Source: an optimization exercise on an open RTL-to-GDS flow (aim: small area, a short achievable clock period and few clock cycles per item). Production flows keep margins and buffers that such runs may drop.
Only simulation tests tie the RTL to the original design; equivalence was not proved.

==> build 82 <==
==> flow/design.v <==
module aes_sbox (
  input  wire [7:0] a,
  output wire [7:0] y
);
  wire U0, U1, U2, U3, U4, U5, U6, U7;
  assign U0 = a[7];
  assign U1 = a[6];
  assign U2 = a[5];
  assign U3 = a[4];
  assign U4 = a[3];
  assign U5 = a[2];
  assign U6 = a[1];
  assign U7 = a[0];
  wire T1, T2, T3, T4, T5, T6, T7, T8, T9, T10, T11, T12, T13, T14, T15, T16, T17, T18, T19, T20, T21, T22, T23, T24, T25, T26, T27, M1, M2, M3, M4, M5, M6, M7, M8, M9, M10, M11, M12, M13, M14, M15, M16, M17, M18, M19, M20, M21, M22, M23, M24, M25, M26, M27, M28, M29, M30, M31, M32, M33, M34, M35, M36, M37, M38, M39, M40, M41, M42, M43, M44, M45, M46, M47, M48, M49, M50, M51, M52, M53, M54, M55, M56, M57, M58, M59, M60, M61, M62, M63, L0, L1, L2, L3, L4, L5, L6, L7, L8, L9, L10, L11, L12, L13, L14, L15, L16, L17, L18, L19, L20, L21, L22, L23, L24, L25, L26, L27, L28, L29, S0, S1, S2, S3, S4, S5, S6, S7;
  assign T1 = U0 ^ U3;
  assign T2 = U0 ^ U5;
  assign T3 = U0 ^ U6;
  assign T4 = U3 ^ U5;
  assign T5 = U4 ^ U6;
  assign T6 = T1 ^ T5;
  assign T7 = U1 ^ U2;
  assign T8 = U7 ^ T6;
  assign T9 = U7 ^ T7;
  assign T10 = T6 ^ T7;
  assign T11 = U1 ^ U5;
  assign T12 = U2 ^ U5;
  assign T13 = T3 ^ T4;
  assign T14 = T6 ^ T11;
  assign T15 = T5 ^ T11;
  assign T16 = T5 ^ T12;
  assign T17 = T9 ^ T16;
  assign T18 = U3 ^ U7;
  assign T19 = T7 ^ T18;
  assign T20 = T1 ^ T19;
  assign T21 = U6 ^ U7;
  assign T22 = T7 ^ T21;
  assign T23 = T2 ^ T22;
  assign T24 = T2 ^ T10;
  assign T25 = T20 ^ T17;
  assign T26 = T3 ^ T16;
  assign T27 = T1 ^ T12;
  assign M1 = T13 & T6;
  assign M2 = T23 & T8;
  assign M3 = T14 ^ M1;
  assign M4 = T19 & U7;
  assign M5 = M4 ^ M1;
  assign M6 = T3 & T16;
  assign M7 = T22 & T9;
  assign M8 = T26 ^ M6;
  assign M9 = T20 & T17;
  assign M10 = M9 ^ M6;
  assign M11 = T1 & T15;
  assign M12 = T4 & T27;
  assign M13 = M12 ^ M11;
  assign M14 = T2 & T10;
  assign M15 = M14 ^ M11;
  assign M16 = M3 ^ M2;
  assign M17 = M5 ^ T24;
  assign M18 = M8 ^ M7;
  assign M19 = M10 ^ M15;
  assign M20 = M16 ^ M13;
  assign M21 = M17 ^ M15;
  assign M22 = M18 ^ M13;
  assign M23 = M19 ^ T25;
  assign M24 = M22 ^ M23;
  assign M25 = M22 & M20;
  assign M26 = M21 ^ M25;
  assign M27 = M20 ^ M21;
  assign M28 = M23 ^ M25;
  assign M29 = M28 & M27;
  assign M30 = M26 & M24;
  assign M31 = M20 & M23;
  assign M32 = M27 & M31;
  assign M33 = M27 ^ M25;
  assign M34 = M21 & M22;
  assign M35 = M24 & M34;
  assign M36 = M24 ^ M25;
  assign M37 = M21 ^ M29;
  assign M38 = M32 ^ M33;
  assign M39 = M23 ^ M30;
  assign M40 = M35 ^ M36;
  assign M41 = M38 ^ M40;
  assign M42 = M37 ^ M39;
  assign M43 = M37 ^ M38;
  assign M44 = M39 ^ M40;
  assign M45 = M42 ^ M41;
  assign M46 = M44 & T6;
  assign M47 = M40 & T8;
  assign M48 = M39 & U7;
  assign M49 = M43 & T16;
  assign M50 = M38 & T9;
  assign M51 = M37 & T17;
  assign M52 = M42 & T15;
  assign M53 = M45 & T27;
  assign M54 = M41 & T10;
  assign M55 = M44 & T13;
  assign M56 = M40 & T23;
  assign M57 = M39 & T19;
  assign M58 = M43 & T3;
  assign M59 = M38 & T22;
  assign M60 = M37 & T20;
  assign M61 = M42 & T1;
  assign M62 = M45 & T4;
  assign M63 = M41 & T2;
  assign L0 = M61 ^ M62;
  assign L1 = M50 ^ M56;
  assign L2 = M46 ^ M48;
  assign L3 = M47 ^ M55;
  assign L4 = M54 ^ M58;
  assign L5 = M49 ^ M61;
  assign L6 = M62 ^ L5;
  assign L7 = M46 ^ L3;
  assign L8 = M51 ^ M59;
  assign L9 = M52 ^ M53;
  assign L10 = M53 ^ L4;
  assign L11 = M60 ^ L2;
  assign L12 = M48 ^ M51;
  assign L13 = M50 ^ L0;
  assign L14 = M52 ^ M61;
  assign L15 = M55 ^ L1;
  assign L16 = M56 ^ L0;
  assign L17 = M57 ^ L1;
  assign L18 = M58 ^ L8;
  assign L19 = M63 ^ L4;
  assign L20 = L0 ^ L1;
  assign L21 = L1 ^ L7;
  assign L22 = L3 ^ L12;
  assign L23 = L18 ^ L2;
  assign L24 = L15 ^ L9;
  assign L25 = L6 ^ L10;
  assign L26 = L7 ^ L9;
  assign L27 = L8 ^ L10;
  assign L28 = L11 ^ L14;
  assign L29 = L11 ^ L17;
  assign S0 = L6 ^ L24;
  assign S1 = ~(L16 ^ L26);
  assign S2 = ~(L19 ^ L28);
  assign S3 = L6 ^ L21;
  assign S4 = L20 ^ L22;
  assign S5 = L25 ^ L29;
  assign S6 = ~(L13 ^ L27);
  assign S7 = ~(L6 ^ L23);
  assign y = {S0, S1, S2, S3, S4, S5, S6, S7};
endmodule
module aes_cmac256 (
  input  wire         clk,
  input  wire         rst,         
  output wire         in_ready,    
  input  wire         key_valid,
  input  wire [255:0] key,
  input  wire         blk_valid,
  input  wire [127:0] blk_data,
  input  wire         blk_last,
  input  wire [4:0]   blk_len,     
  output reg          tag_valid,
  output wire [127:0] tag
);
  reg [255:0] key_r;      
  reg [127:0] k1;         
  reg [127:0] st;         
  reg [255:0] kw;         
  reg [3:0]   rnd;        
  reg         busy;       
  reg         kstart;     
  reg         is_sub;     
  reg         is_last;    
  wire fin = busy && (rnd == 4'd14);
  wire can_blk = !kstart && (!busy || (fin && !is_last && !is_sub));
  wire can_key = !kstart && (!busy || is_last);
  assign in_ready = key_valid ? can_key : can_blk;
  wire hs_key = key_valid && in_ready;
  wire hs_blk = blk_valid && in_ready;
  assign tag = st;
  function automatic [127:0] dbl(input [127:0] x);
    dbl = {x[126:0], 1'b0} ^ (x[127] ? 128'h87 : 128'h0);
  endfunction
  function automatic [7:0] xtime(input [7:0] b);
    xtime = {b[6:0], 1'b0} ^ (b[7] ? 8'h1b : 8'h00);
  endfunction
  function automatic [31:0] mix_col(input [31:0] c);
    reg [7:0] a0, a1, a2, a3, s;
    begin
      a0 = c[31:24]; a1 = c[23:16]; a2 = c[15:8]; a3 = c[7:0];
      s = a0 ^ a1 ^ a2 ^ a3;
      mix_col[31:24] = a0 ^ s ^ xtime(a0 ^ a1);
      mix_col[23:16] = a1 ^ s ^ xtime(a1 ^ a2);
      mix_col[15:8]  = a2 ^ s ^ xtime(a2 ^ a3);
      mix_col[7:0]   = a3 ^ s ^ xtime(a3 ^ a0);
    end
  endfunction
  function automatic [127:0] pad_block(input [127:0] d, input [4:0] len);
    integer i;
    begin
      for (i = 0; i < 16; i = i + 1) begin
        if (i < len)
          pad_block[127-8*i -: 8] = d[127-8*i -: 8];
        else if (i == len)
          pad_block[127-8*i -: 8] = 8'h80;
        else
          pad_block[127-8*i -: 8] = 8'h00;
      end
    end
  endfunction
  wire [127:0] sb;
  genvar g;
  generate
    for (g = 0; g < 16; g = g + 1) begin : g_sbox
      aes_sbox u_sbox (.a(st[127-8*g -: 8]), .y(sb[127-8*g -: 8]));
    end
  endgenerate
  wire [127:0] sr;
  generate
    for (g = 0; g < 16; g = g + 1) begin : g_shift
      localparam integer R = g % 4;
      localparam integer C = g / 4;
      localparam integer SRC = R + 4 * ((C + R) % 4);
      assign sr[127-8*g -: 8] = sb[127-8*SRC -: 8];
    end
  endgenerate
  wire [127:0] mc = {mix_col(sr[127:96]), mix_col(sr[95:64]),
                     mix_col(sr[63:32]),  mix_col(sr[31:0])};
  wire [127:0] rk     = kw[127:0];
  wire [127:0] mid_out = mc ^ rk;    
  wire [127:0] fin_out = sr ^ rk;    
  wire [31:0] last_w = kw[31:0];
  wire        rot    = rnd[0];     
  wire [31:0] sub_in = rot ? {last_w[23:0], last_w[31:24]} : last_w;
  wire [31:0] sub_out;
  generate
    for (g = 0; g < 4; g = g + 1) begin : g_ksbox
      aes_sbox u_sbox (.a(sub_in[31-8*g -: 8]), .y(sub_out[31-8*g -: 8]));
    end
  endgenerate
  reg [7:0] rcon;
  always @(*) begin
    case (rnd)
      4'd1:  rcon = 8'h01;
      4'd3:  rcon = 8'h02;
      4'd5:  rcon = 8'h04;
      4'd7:  rcon = 8'h08;
      4'd9:  rcon = 8'h10;
      4'd11: rcon = 8'h20;
      4'd13: rcon = 8'h40;
      default: rcon = 8'h00;
    endcase
  end
  wire [31:0] t  = sub_out ^ {rcon, 24'h0};
  wire [31:0] p0 = kw[255:224];
  wire [31:0] p1 = p0 ^ kw[223:192];
  wire [31:0] p2 = p1 ^ kw[191:160];
  wire [31:0] p3 = p2 ^ kw[159:128];
  wire [31:0] n0 = p0 ^ t;
  wire [31:0] n1 = p1 ^ t;
  wire [31:0] n2 = p2 ^ t;
  wire [31:0] n3 = p3 ^ t;
  wire         full_blk = (blk_len == 5'd16);
  wire         use_k1   = blk_last && full_blk;
  wire         use_k2   = blk_last && !full_blk;
  wire [127:0] p_blk    = blk_last ? pad_block(blk_data, blk_len) : blk_data;
  wire [127:0] k2       = dbl(k1);
  wire [127:0] mask_r   = (use_k1 ? k1 : 128'h0) ^ (use_k2 ? k2 : 128'h0);
  wire [127:0] in_base  = p_blk ^ key_r[255:128];
  wire         chain_ok = !is_sub && !is_last;
  wire [127:0] chain_v  = fin ? fin_out : (chain_ok ? st : 128'h0);
  wire [127:0] blk_in   = chain_v ^ mask_r ^ in_base;
  wire run = busy && !fin;    
  always @(posedge clk) begin
    tag_valid <= 1'b0;
    if (rst) begin
      busy    <= 1'b0;
      kstart  <= 1'b0;
      is_last <= 1'b1;
    end else begin
      if (hs_key)
        kstart <= 1'b1;
      else if (!busy)
        kstart <= 1'b0;
      busy      <= run || (kstart && !busy) || hs_blk;
      tag_valid <= fin && is_last && !is_sub;
      if (kstart && !busy) begin
        is_sub  <= 1'b1;
        is_last <= 1'b0;
      end else if (hs_blk) begin
        is_sub  <= 1'b0;
        is_last <= blk_last;
      end
    end
  end
  always @(posedge clk) begin
    if (hs_key)
      key_r <= key;
    if (fin && is_sub)
      k1 <= dbl(fin_out);
    if (run) begin
      kw  <= {kw[127:0], n0, n1, n2, n3};
      rnd <= rnd + 4'd1;
    end else begin
      kw  <= key_r;
      rnd <= 4'd1;
    end
    if (run)
      st <= mid_out;
    else if (hs_blk)
      st <= blk_in;
    else if (kstart && !busy)
      st <= key_r[255:128];           
    else if (fin)
      st <= fin_out;
  end
endmodule
==> flow/flow/run.sh <==
#!/bin/bash
set -euo pipefail
W=$PWD
F=$W/flow
mkdir -p $W/mysynth

# ORFS's synth.tcl with only the ABC script swapped.
python3 - "$FLOW_HOME/scripts/synth.tcl" "$W/mysynth/synth.tcl" "$F/abc_map.script" <<'PY'
import sys
src, dst, script = sys.argv[1:]
s = open(src).read()
old = "  log_cmd abc {*}$abc_args\n"
assert s.count(old) == 1, "synth.tcl changed"
s = s.replace(old, "  set abc_args [lreplace $abc_args 1 1 %s]\n%s" % (script, old))
open(dst, "w").write(s)
PY
grep -q 'source $::env(SCRIPTS_DIR)/synth.tcl' synth_recipe.tcl
sed "s#source \$::env(SCRIPTS_DIR)/synth.tcl#source $W/mysynth/synth.tcl#" synth_recipe.tcl > $W/mysynth/synth_recipe.tcl

# standard.sh's make command, with that script, for the synth target only.
line=$(grep '^make ' standard.sh)
line=${line/SYNTH_SCRIPT=$W\/synth_recipe.tcl/SYNTH_SCRIPT=$W/mysynth/synth_recipe.tcl}
line=${line/\"\$\{@:-finish\}\"/synth}
grep -q "SYNTH_SCRIPT=$W/mysynth/synth_recipe.tcl" <<< "$line"
echo "$line" > $W/mysynth/make_synth.sh
bash $W/mysynth/make_synth.sh > $W/synth.log 2>&1

export BUFFER_PORTS_ARGS="-buffer_cell sky130_fd_sc_hd__buf_1"
bash standard.sh > $W/layout.log 2>&1
test -f out/final.def
==> flow/flow/abc_map.script <==
strash
dch
map -a
topo
buffer -c
upsize -c
dnsize -c
==> flow/standard.sh <==
#!/bin/bash
# synth_recipe.tcl (not shown) runs the flow's synth.tcl, then flattens the netlist and writes it again
# the make line also repeats each setting of config.mk as NAME=value (left out here)
make -C /OpenROAD-flow-scripts/flow DESIGN_CONFIG=/design/flow/config.mk WORK_HOME=/design/flow/orfs CLKGATE_MAP_FILE= SYNTH_SCRIPT=/design/flow/synth_recipe.tcl "${@:-finish}"
==> flow/config.mk <==
export PLATFORM = sky130hd
export DESIGN_NAME = aes_cmac256
export DESIGN_NICKNAME = aes_cmac256
export VERILOG_FILES = /design/flow/design.v
export SDC_FILE = /design/flow/constraint.sdc
export NUM_CORES = 4
export LEC_CHECK = 0
export CAP_MARGIN = 20
export CORE_MARGIN = 2
export CORE_UTILIZATION = 62
export CTS_BUF_LIST = sky130_fd_sc_hd__clkbuf_8
export PLACE_DENSITY = 0.7
export SETUP_SLACK_MARGIN = 2.5
export SLEW_MARGIN = 20
==> flow/constraint.sdc <==
create_clock -name core_clock -period 9.0 [get_ports {clk}]
set_input_delay 1.8000 -clock core_clock [delete_from_list [all_inputs] [get_ports {clk}]]
set_output_delay 1.8000 -clock core_clock [all_outputs]
set_load 0.01 [all_outputs]
==> trial 70 (differences from build 82) <==
--- a/flow/design.v
+++ b/flow/design.v
@@ -167,5 +167,3 @@
   wire fin = busy && (rnd == 4'd14);
-  wire can_blk = !kstart && (!busy || (fin && !is_last && !is_sub));
-  wire can_key = !kstart && (!busy || is_last);
-  assign in_ready = key_valid ? can_key : can_blk;
+  assign in_ready = (!busy && !kstart) || (fin && !is_last && !is_sub);
   wire hs_key = key_valid && in_ready;
@@ -247,10 +245,6 @@
   wire [31:0] t  = sub_out ^ {rcon, 24'h0};
-  wire [31:0] p0 = kw[255:224];
-  wire [31:0] p1 = p0 ^ kw[223:192];
-  wire [31:0] p2 = p1 ^ kw[191:160];
-  wire [31:0] p3 = p2 ^ kw[159:128];
-  wire [31:0] n0 = p0 ^ t;
-  wire [31:0] n1 = p1 ^ t;
-  wire [31:0] n2 = p2 ^ t;
-  wire [31:0] n3 = p3 ^ t;
+  wire [31:0] n0 = kw[255:224] ^ t;
+  wire [31:0] n1 = kw[223:192] ^ n0;
+  wire [31:0] n2 = kw[191:160] ^ n1;
+  wire [31:0] n3 = kw[159:128] ^ n2;
   wire         full_blk = (blk_len == 5'd16);
@@ -273,9 +267,6 @@
     end else begin
-      if (hs_key)
-        kstart <= 1'b1;
-      else if (!busy)
-        kstart <= 1'b0;
-      busy      <= run || (kstart && !busy) || hs_blk;
+      kstart    <= hs_key;
+      busy      <= run || kstart || hs_blk;
       tag_valid <= fin && is_last && !is_sub;
-      if (kstart && !busy) begin
+      if (kstart) begin
         is_sub  <= 1'b1;
@@ -304,3 +295,3 @@
       st <= blk_in;
-    else if (kstart && !busy)
+    else if (kstart)
       st <= key_r[255:128];           
==> flow/flow/abc_map.script (replaced) <==
strash
&get -n
&fraig -x
&put
scorr
dc2
strash
&get -n
&dch -f
&nf
&put
buffer -c
topo
stime -c
upsize -c
dnsize -c
- CELL_PAD_IN_SITES_DETAIL_PLACEMENT: default -> 1
- CELL_PAD_IN_SITES_GLOBAL_PLACEMENT: default -> 2
- CORE_UTILIZATION: 62 -> 60
- CTS_BUF_LIST: sky130_fd_sc_hd__clkbuf_8 -> default
- PLACE_DENSITY: 0.7 -> 0.72
- SETUP_SLACK_MARGIN: 2.5 -> 3
==> trial 44 (differences from build 82) <==
--- a/flow/design.v
+++ b/flow/design.v
@@ -247,10 +247,6 @@
   wire [31:0] t  = sub_out ^ {rcon, 24'h0};
-  wire [31:0] p0 = kw[255:224];
-  wire [31:0] p1 = p0 ^ kw[223:192];
-  wire [31:0] p2 = p1 ^ kw[191:160];
-  wire [31:0] p3 = p2 ^ kw[159:128];
-  wire [31:0] n0 = p0 ^ t;
-  wire [31:0] n1 = p1 ^ t;
-  wire [31:0] n2 = p2 ^ t;
-  wire [31:0] n3 = p3 ^ t;
+  wire [31:0] n0 = kw[255:224] ^ t;
+  wire [31:0] n1 = kw[223:192] ^ n0;
+  wire [31:0] n2 = kw[191:160] ^ n1;
+  wire [31:0] n3 = kw[159:128] ^ n2;
   wire         full_blk = (blk_len == 5'd16);
==> flow/flow/abc_map.script (replaced) <==
strash
&get -n
&fraig -x
&put
scorr
dc2
strash
&get -n
&dch -f
&nf
&put
buffer -c
topo
stime -c
upsize -c
dnsize -c
- CORE_UTILIZATION: 62 -> 50
- PLACE_DENSITY: 0.7 -> 0.8
- SETUP_SLACK_MARGIN: 2.5 -> 3
==> trial 63 (differences from build 82) <==
==> flow/design.v, changed modules only <==
module aes_cmac256 (
  input  wire         clk,
  input  wire         rst,         
  output wire         in_ready,    
  input  wire         key_valid,
  input  wire [255:0] key,
  input  wire         blk_valid,
  input  wire [127:0] blk_data,
  input  wire         blk_last,
  input  wire [4:0]   blk_len,     
  output reg          tag_valid,
  output wire [127:0] tag
);
  reg [255:0] key_r;      
  reg [127:0] k1;         
  reg [127:0] st;         
  reg [255:0] kw;         
  reg [3:0]   rnd;        
  reg         busy;       
  reg         kstart;     
  reg         is_sub;     
  reg         is_last;    
  wire fin = busy && (rnd == 4'd14);
  assign in_ready = (!busy && !kstart) || (fin && !is_last);
  wire hs_key = key_valid && in_ready;
  wire hs_blk = blk_valid && in_ready;
  assign tag = st;
  function automatic [127:0] dbl(input [127:0] x);
    dbl = {x[126:0], 1'b0} ^ (x[127] ? 128'h87 : 128'h0);
  endfunction
  function automatic [7:0] xtime(input [7:0] b);
    xtime = {b[6:0], 1'b0} ^ (b[7] ? 8'h1b : 8'h00);
  endfunction
  function automatic [31:0] mix_col(input [31:0] c);
    reg [7:0] a0, a1, a2, a3, s;
    begin
      a0 = c[31:24]; a1 = c[23:16]; a2 = c[15:8]; a3 = c[7:0];
      s = a0 ^ a1 ^ a2 ^ a3;
      mix_col[31:24] = a0 ^ s ^ xtime(a0 ^ a1);
      mix_col[23:16] = a1 ^ s ^ xtime(a1 ^ a2);
      mix_col[15:8]  = a2 ^ s ^ xtime(a2 ^ a3);
      mix_col[7:0]   = a3 ^ s ^ xtime(a3 ^ a0);
    end
  endfunction
  function automatic [127:0] pad_block(input [127:0] d, input [4:0] len);
    integer i;
    begin
      for (i = 0; i < 16; i = i + 1) begin
        if (i < len)
          pad_block[127-8*i -: 8] = d[127-8*i -: 8];
        else if (i == len)
          pad_block[127-8*i -: 8] = 8'h80;
        else
          pad_block[127-8*i -: 8] = 8'h00;
      end
    end
  endfunction
  wire [127:0] sb;
  genvar g;
  generate
    for (g = 0; g < 16; g = g + 1) begin : g_sbox
      aes_sbox u_sbox (.a(st[127-8*g -: 8]), .y(sb[127-8*g -: 8]));
    end
  endgenerate
  wire [127:0] sr;
  generate
    for (g = 0; g < 16; g = g + 1) begin : g_shift
      localparam integer R = g % 4;
      localparam integer C = g / 4;
      localparam integer SRC = R + 4 * ((C + R) % 4);
      assign sr[127-8*g -: 8] = sb[127-8*SRC -: 8];
    end
  endgenerate
  wire [127:0] mc = {mix_col(sr[127:96]), mix_col(sr[95:64]),
                     mix_col(sr[63:32]),  mix_col(sr[31:0])};
  wire [127:0] rk     = kw[127:0];
  wire [127:0] mid_out = mc ^ rk;    
  wire [127:0] fin_out = sr ^ rk;    
  wire [31:0] last_w = kw[31:0];
  wire        rot    = rnd[0];     
  wire [31:0] sub_in = rot ? {last_w[23:0], last_w[31:24]} : last_w;
  wire [31:0] sub_out;
  generate
    for (g = 0; g < 4; g = g + 1) begin : g_ksbox
      aes_sbox u_sbox (.a(sub_in[31-8*g -: 8]), .y(sub_out[31-8*g -: 8]));
    end
  endgenerate
  reg [7:0] rcon;
  always @(*) begin
    case (rnd)
      4'd1:  rcon = 8'h01;
      4'd3:  rcon = 8'h02;
      4'd5:  rcon = 8'h04;
      4'd7:  rcon = 8'h08;
      4'd9:  rcon = 8'h10;
      4'd11: rcon = 8'h20;
      4'd13: rcon = 8'h40;
      default: rcon = 8'h00;
    endcase
  end
  wire [31:0] t  = sub_out ^ {rcon, 24'h0};
  wire [31:0] n0 = kw[255:224] ^ t;
  wire [31:0] n1 = kw[223:192] ^ n0;
  wire [31:0] n2 = kw[191:160] ^ n1;
  wire [31:0] n3 = kw[159:128] ^ n2;
  wire         full_blk = (blk_len == 5'd16);
  wire         use_k1   = blk_last && full_blk;
  wire         use_k2   = blk_last && !full_blk;
  wire [127:0] p_blk    = blk_last ? pad_block(blk_data, blk_len) : blk_data;
  wire [127:0] k2       = dbl(k1);
  wire [127:0] mask_r   = (use_k1 ? k1 : 128'h0) ^ (use_k2 ? k2 : 128'h0);
  wire [127:0] in_base  = p_blk ^ key_r[255:128];
  wire [127:0] l1       = dbl(fin_out);
  wire [127:0] l2       = dbl(l1);
  wire [127:0] fin_term = is_sub ? ((use_k1 ? l1 : 128'h0) ^ (use_k2 ? l2 : 128'h0))
                                 : (fin_out ^ mask_r);
  wire         chain_ok  = !is_sub && !is_last;
  wire [127:0] idle_term = (chain_ok ? st : 128'h0) ^ mask_r;
  always @(posedge clk) begin
    tag_valid <= 1'b0;
    if (rst) begin
      busy    <= 1'b0;
      kstart  <= 1'b0;
      is_last <= 1'b1;
    end else begin
      kstart <= hs_key;
      if (hs_key)
        key_r <= key;
      if (fin && is_sub)
        k1 <= dbl(fin_out);
      if (busy && !fin) begin
        st  <= mid_out;
        kw  <= {kw[127:0], n0, n1, n2, n3};
        rnd <= rnd + 4'd1;
      end else begin
        kw  <= key_r;
        rnd <= 4'd1;
        if (fin) begin
          tag_valid <= is_last && !is_sub;
          if (hs_blk)
            st <= fin_term ^ in_base;
          else
            st <= fin_out;
        end else if (kstart) begin
          st <= key_r[255:128];         
        end else if (hs_blk) begin
          st <= idle_term ^ in_base;
        end
        busy <= kstart || hs_blk;
        if (kstart) begin
          is_sub  <= 1'b1;
          is_last <= 1'b0;
        end else if (hs_blk) begin
          is_sub  <= 1'b0;
          is_last <= blk_last;
        end
      end
    end
  end
endmodule
--- a/flow/flow/run.sh
+++ b/flow/flow/run.sh
@@ -27,3 +27,2 @@
 
-export BUFFER_PORTS_ARGS="-buffer_cell sky130_fd_sc_hd__buf_1"
 bash standard.sh > $W/layout.log 2>&1
==> flow/flow/abc_map.script (replaced) <==
strash
&get -n
&fraig -x
&put
scorr
dc2
strash
&get -n
&dch -f
&nf
&put
buffer -c
topo
stime -c
upsize -c
dnsize -c
- CELL_PAD_IN_SITES_DETAIL_PLACEMENT: default -> 1
- CELL_PAD_IN_SITES_GLOBAL_PLACEMENT: default -> 2
- CORE_UTILIZATION: 62 -> 30
- CTS_BUF_LIST: sky130_fd_sc_hd__clkbuf_8 -> default
- PLACE_DENSITY: 0.7 -> default
- SETUP_SLACK_MARGIN: 2.5 -> default
==> impl_metrics.xml <==
<?xml version="1.0" encoding="UTF-8"?>
<metrics>
  <group name="run_status">
    <metric name="status" unit="">did not finish</metric>
    <metric name="flow.first_error" unit="">[ERROR GPL-0301] Utilization 101.734 % exceeds 100%.</metric>
    <metric name="failing_step" unit="">global placement (3_3_place_gp)</metric>
  </group>
  <group name="floorplanning">
    <metric name="start_util" unit="%">60.2</metric>
    <metric name="rows" unit="">120</metric>
  </group>
  <group name="yosys">
    <metric name="netlist.area_leader.share" unit="%">24.0</metric>
    <metric name="synth.area.top_cells" unit="">sky130_fd_sc_hd__edfxtp_1 24%, sky130_fd_sc_hd__xnor2_1 21%, sky130_fd_sc_hd__xor2_1 8.6%</metric>
    <metric name="yosys.area_share.simple" unit="%">9.28</metric>
  </group>
</metrics>
-- figures above: trial 70

==> impl_metrics.xml <==
<?xml version="1.0" encoding="UTF-8"?>
<metrics>
  <group name="run_status">
    <metric name="status" unit="">complete, no violations</metric>
  </group>
  <group name="yosys">
    <metric name="netlist.area_leader.share" unit="%">24.2</metric>
    <metric name="yosys.area_share.simple" unit="%">10.9</metric>
    <metric name="synth.area.top_cells" unit="">sky130_fd_sc_hd__edfxtp_1 24%, sky130_fd_sc_hd__xnor2_1 21%, sky130_fd_sc_hd__xor2_1 9.0%</metric>
  </group>
  <group name="floorplanning">
    <metric name="rows" unit="">131</metric>
    <metric name="start_util" unit="%">50.2</metric>
  </group>
</metrics>
-- figures above: trial 44

==> impl_metrics.xml <==
<?xml version="1.0" encoding="UTF-8"?>
<metrics>
  <group name="run_status">
    <metric name="status" unit="">complete, no violations</metric>
  </group>
  <group name="floorplanning">
    <metric name="start_util" unit="%">30.1</metric>
  </group>
  <group name="yosys">
    <metric name="yosys.area_share.simple" unit="%">10.3</metric>
    <metric name="synth.area.top_cells" unit="">sky130_fd_sc_hd__edfxtp_1 33%, sky130_fd_sc_hd__xnor2_1 18%, sky130_fd_sc_hd__xor2_1 11%</metric>
  </group>
</metrics>
-- figures above: trial 63

==> impl_metrics.xml <==
<?xml version="1.0" encoding="UTF-8"?>
<metrics>
  <group name="run_status">
    <metric name="status" unit="">complete, no violations</metric>
  </group>
  <group name="yosys">
    <metric name="netlist.area_leader.share" unit="%">24.3</metric>
    <metric name="yosys.area_share.simple" unit="%">15.2</metric>
  </group>
  <group name="floorplanning">
    <metric name="start_util" unit="%">62.4</metric>
  </group>
</metrics>
-- figures above: build 82

Testbench counts of build 82, summed over its fixed seeds: cycles 10,116, blocks 637.
Testbench counts of trial 70, summed over its fixed seeds: cycles 10,174, blocks 637.
Testbench counts of trial 44, summed over its fixed seeds: cycles 10,116, blocks 637.
Testbench counts of trial 63, summed over its fixed seeds: cycles 10,108, blocks 637.

[what the ideal ports hide]
Ports are ideal in the flow. The routed layouts listed here were re-timed in OpenROAD.
Step 1 assumes that a clkbuf_16 drives the clock port and a buf_2 every other input.
Step 2 also shifts input and output timing later by t, the mid clock arrival at the registers, as if the neighbouring blocks saw the same clock.
a / b / c = ideal ports / drivers / drivers and shift; a / b = the first two.
run | shift t [ns] | setup slack, ns | clock arrival spread, ns
build 82 | 0.945 | 2.513 / 2.507 / 1.562 | 0.088 / 0.088
trial 44 | 0.968 | 2.988 / 2.988 / 2.960 | 0.084 / 0.083
trial 63 | 0.853 | 1.236 / 1.236 / 1.236 | 0.060 / 0.060
After both steps setup and hold are still met in every run listed. The setup slack of build 82, which loses most, moves by -0.006 ns with the drivers and by -0.951 ns with both steps.
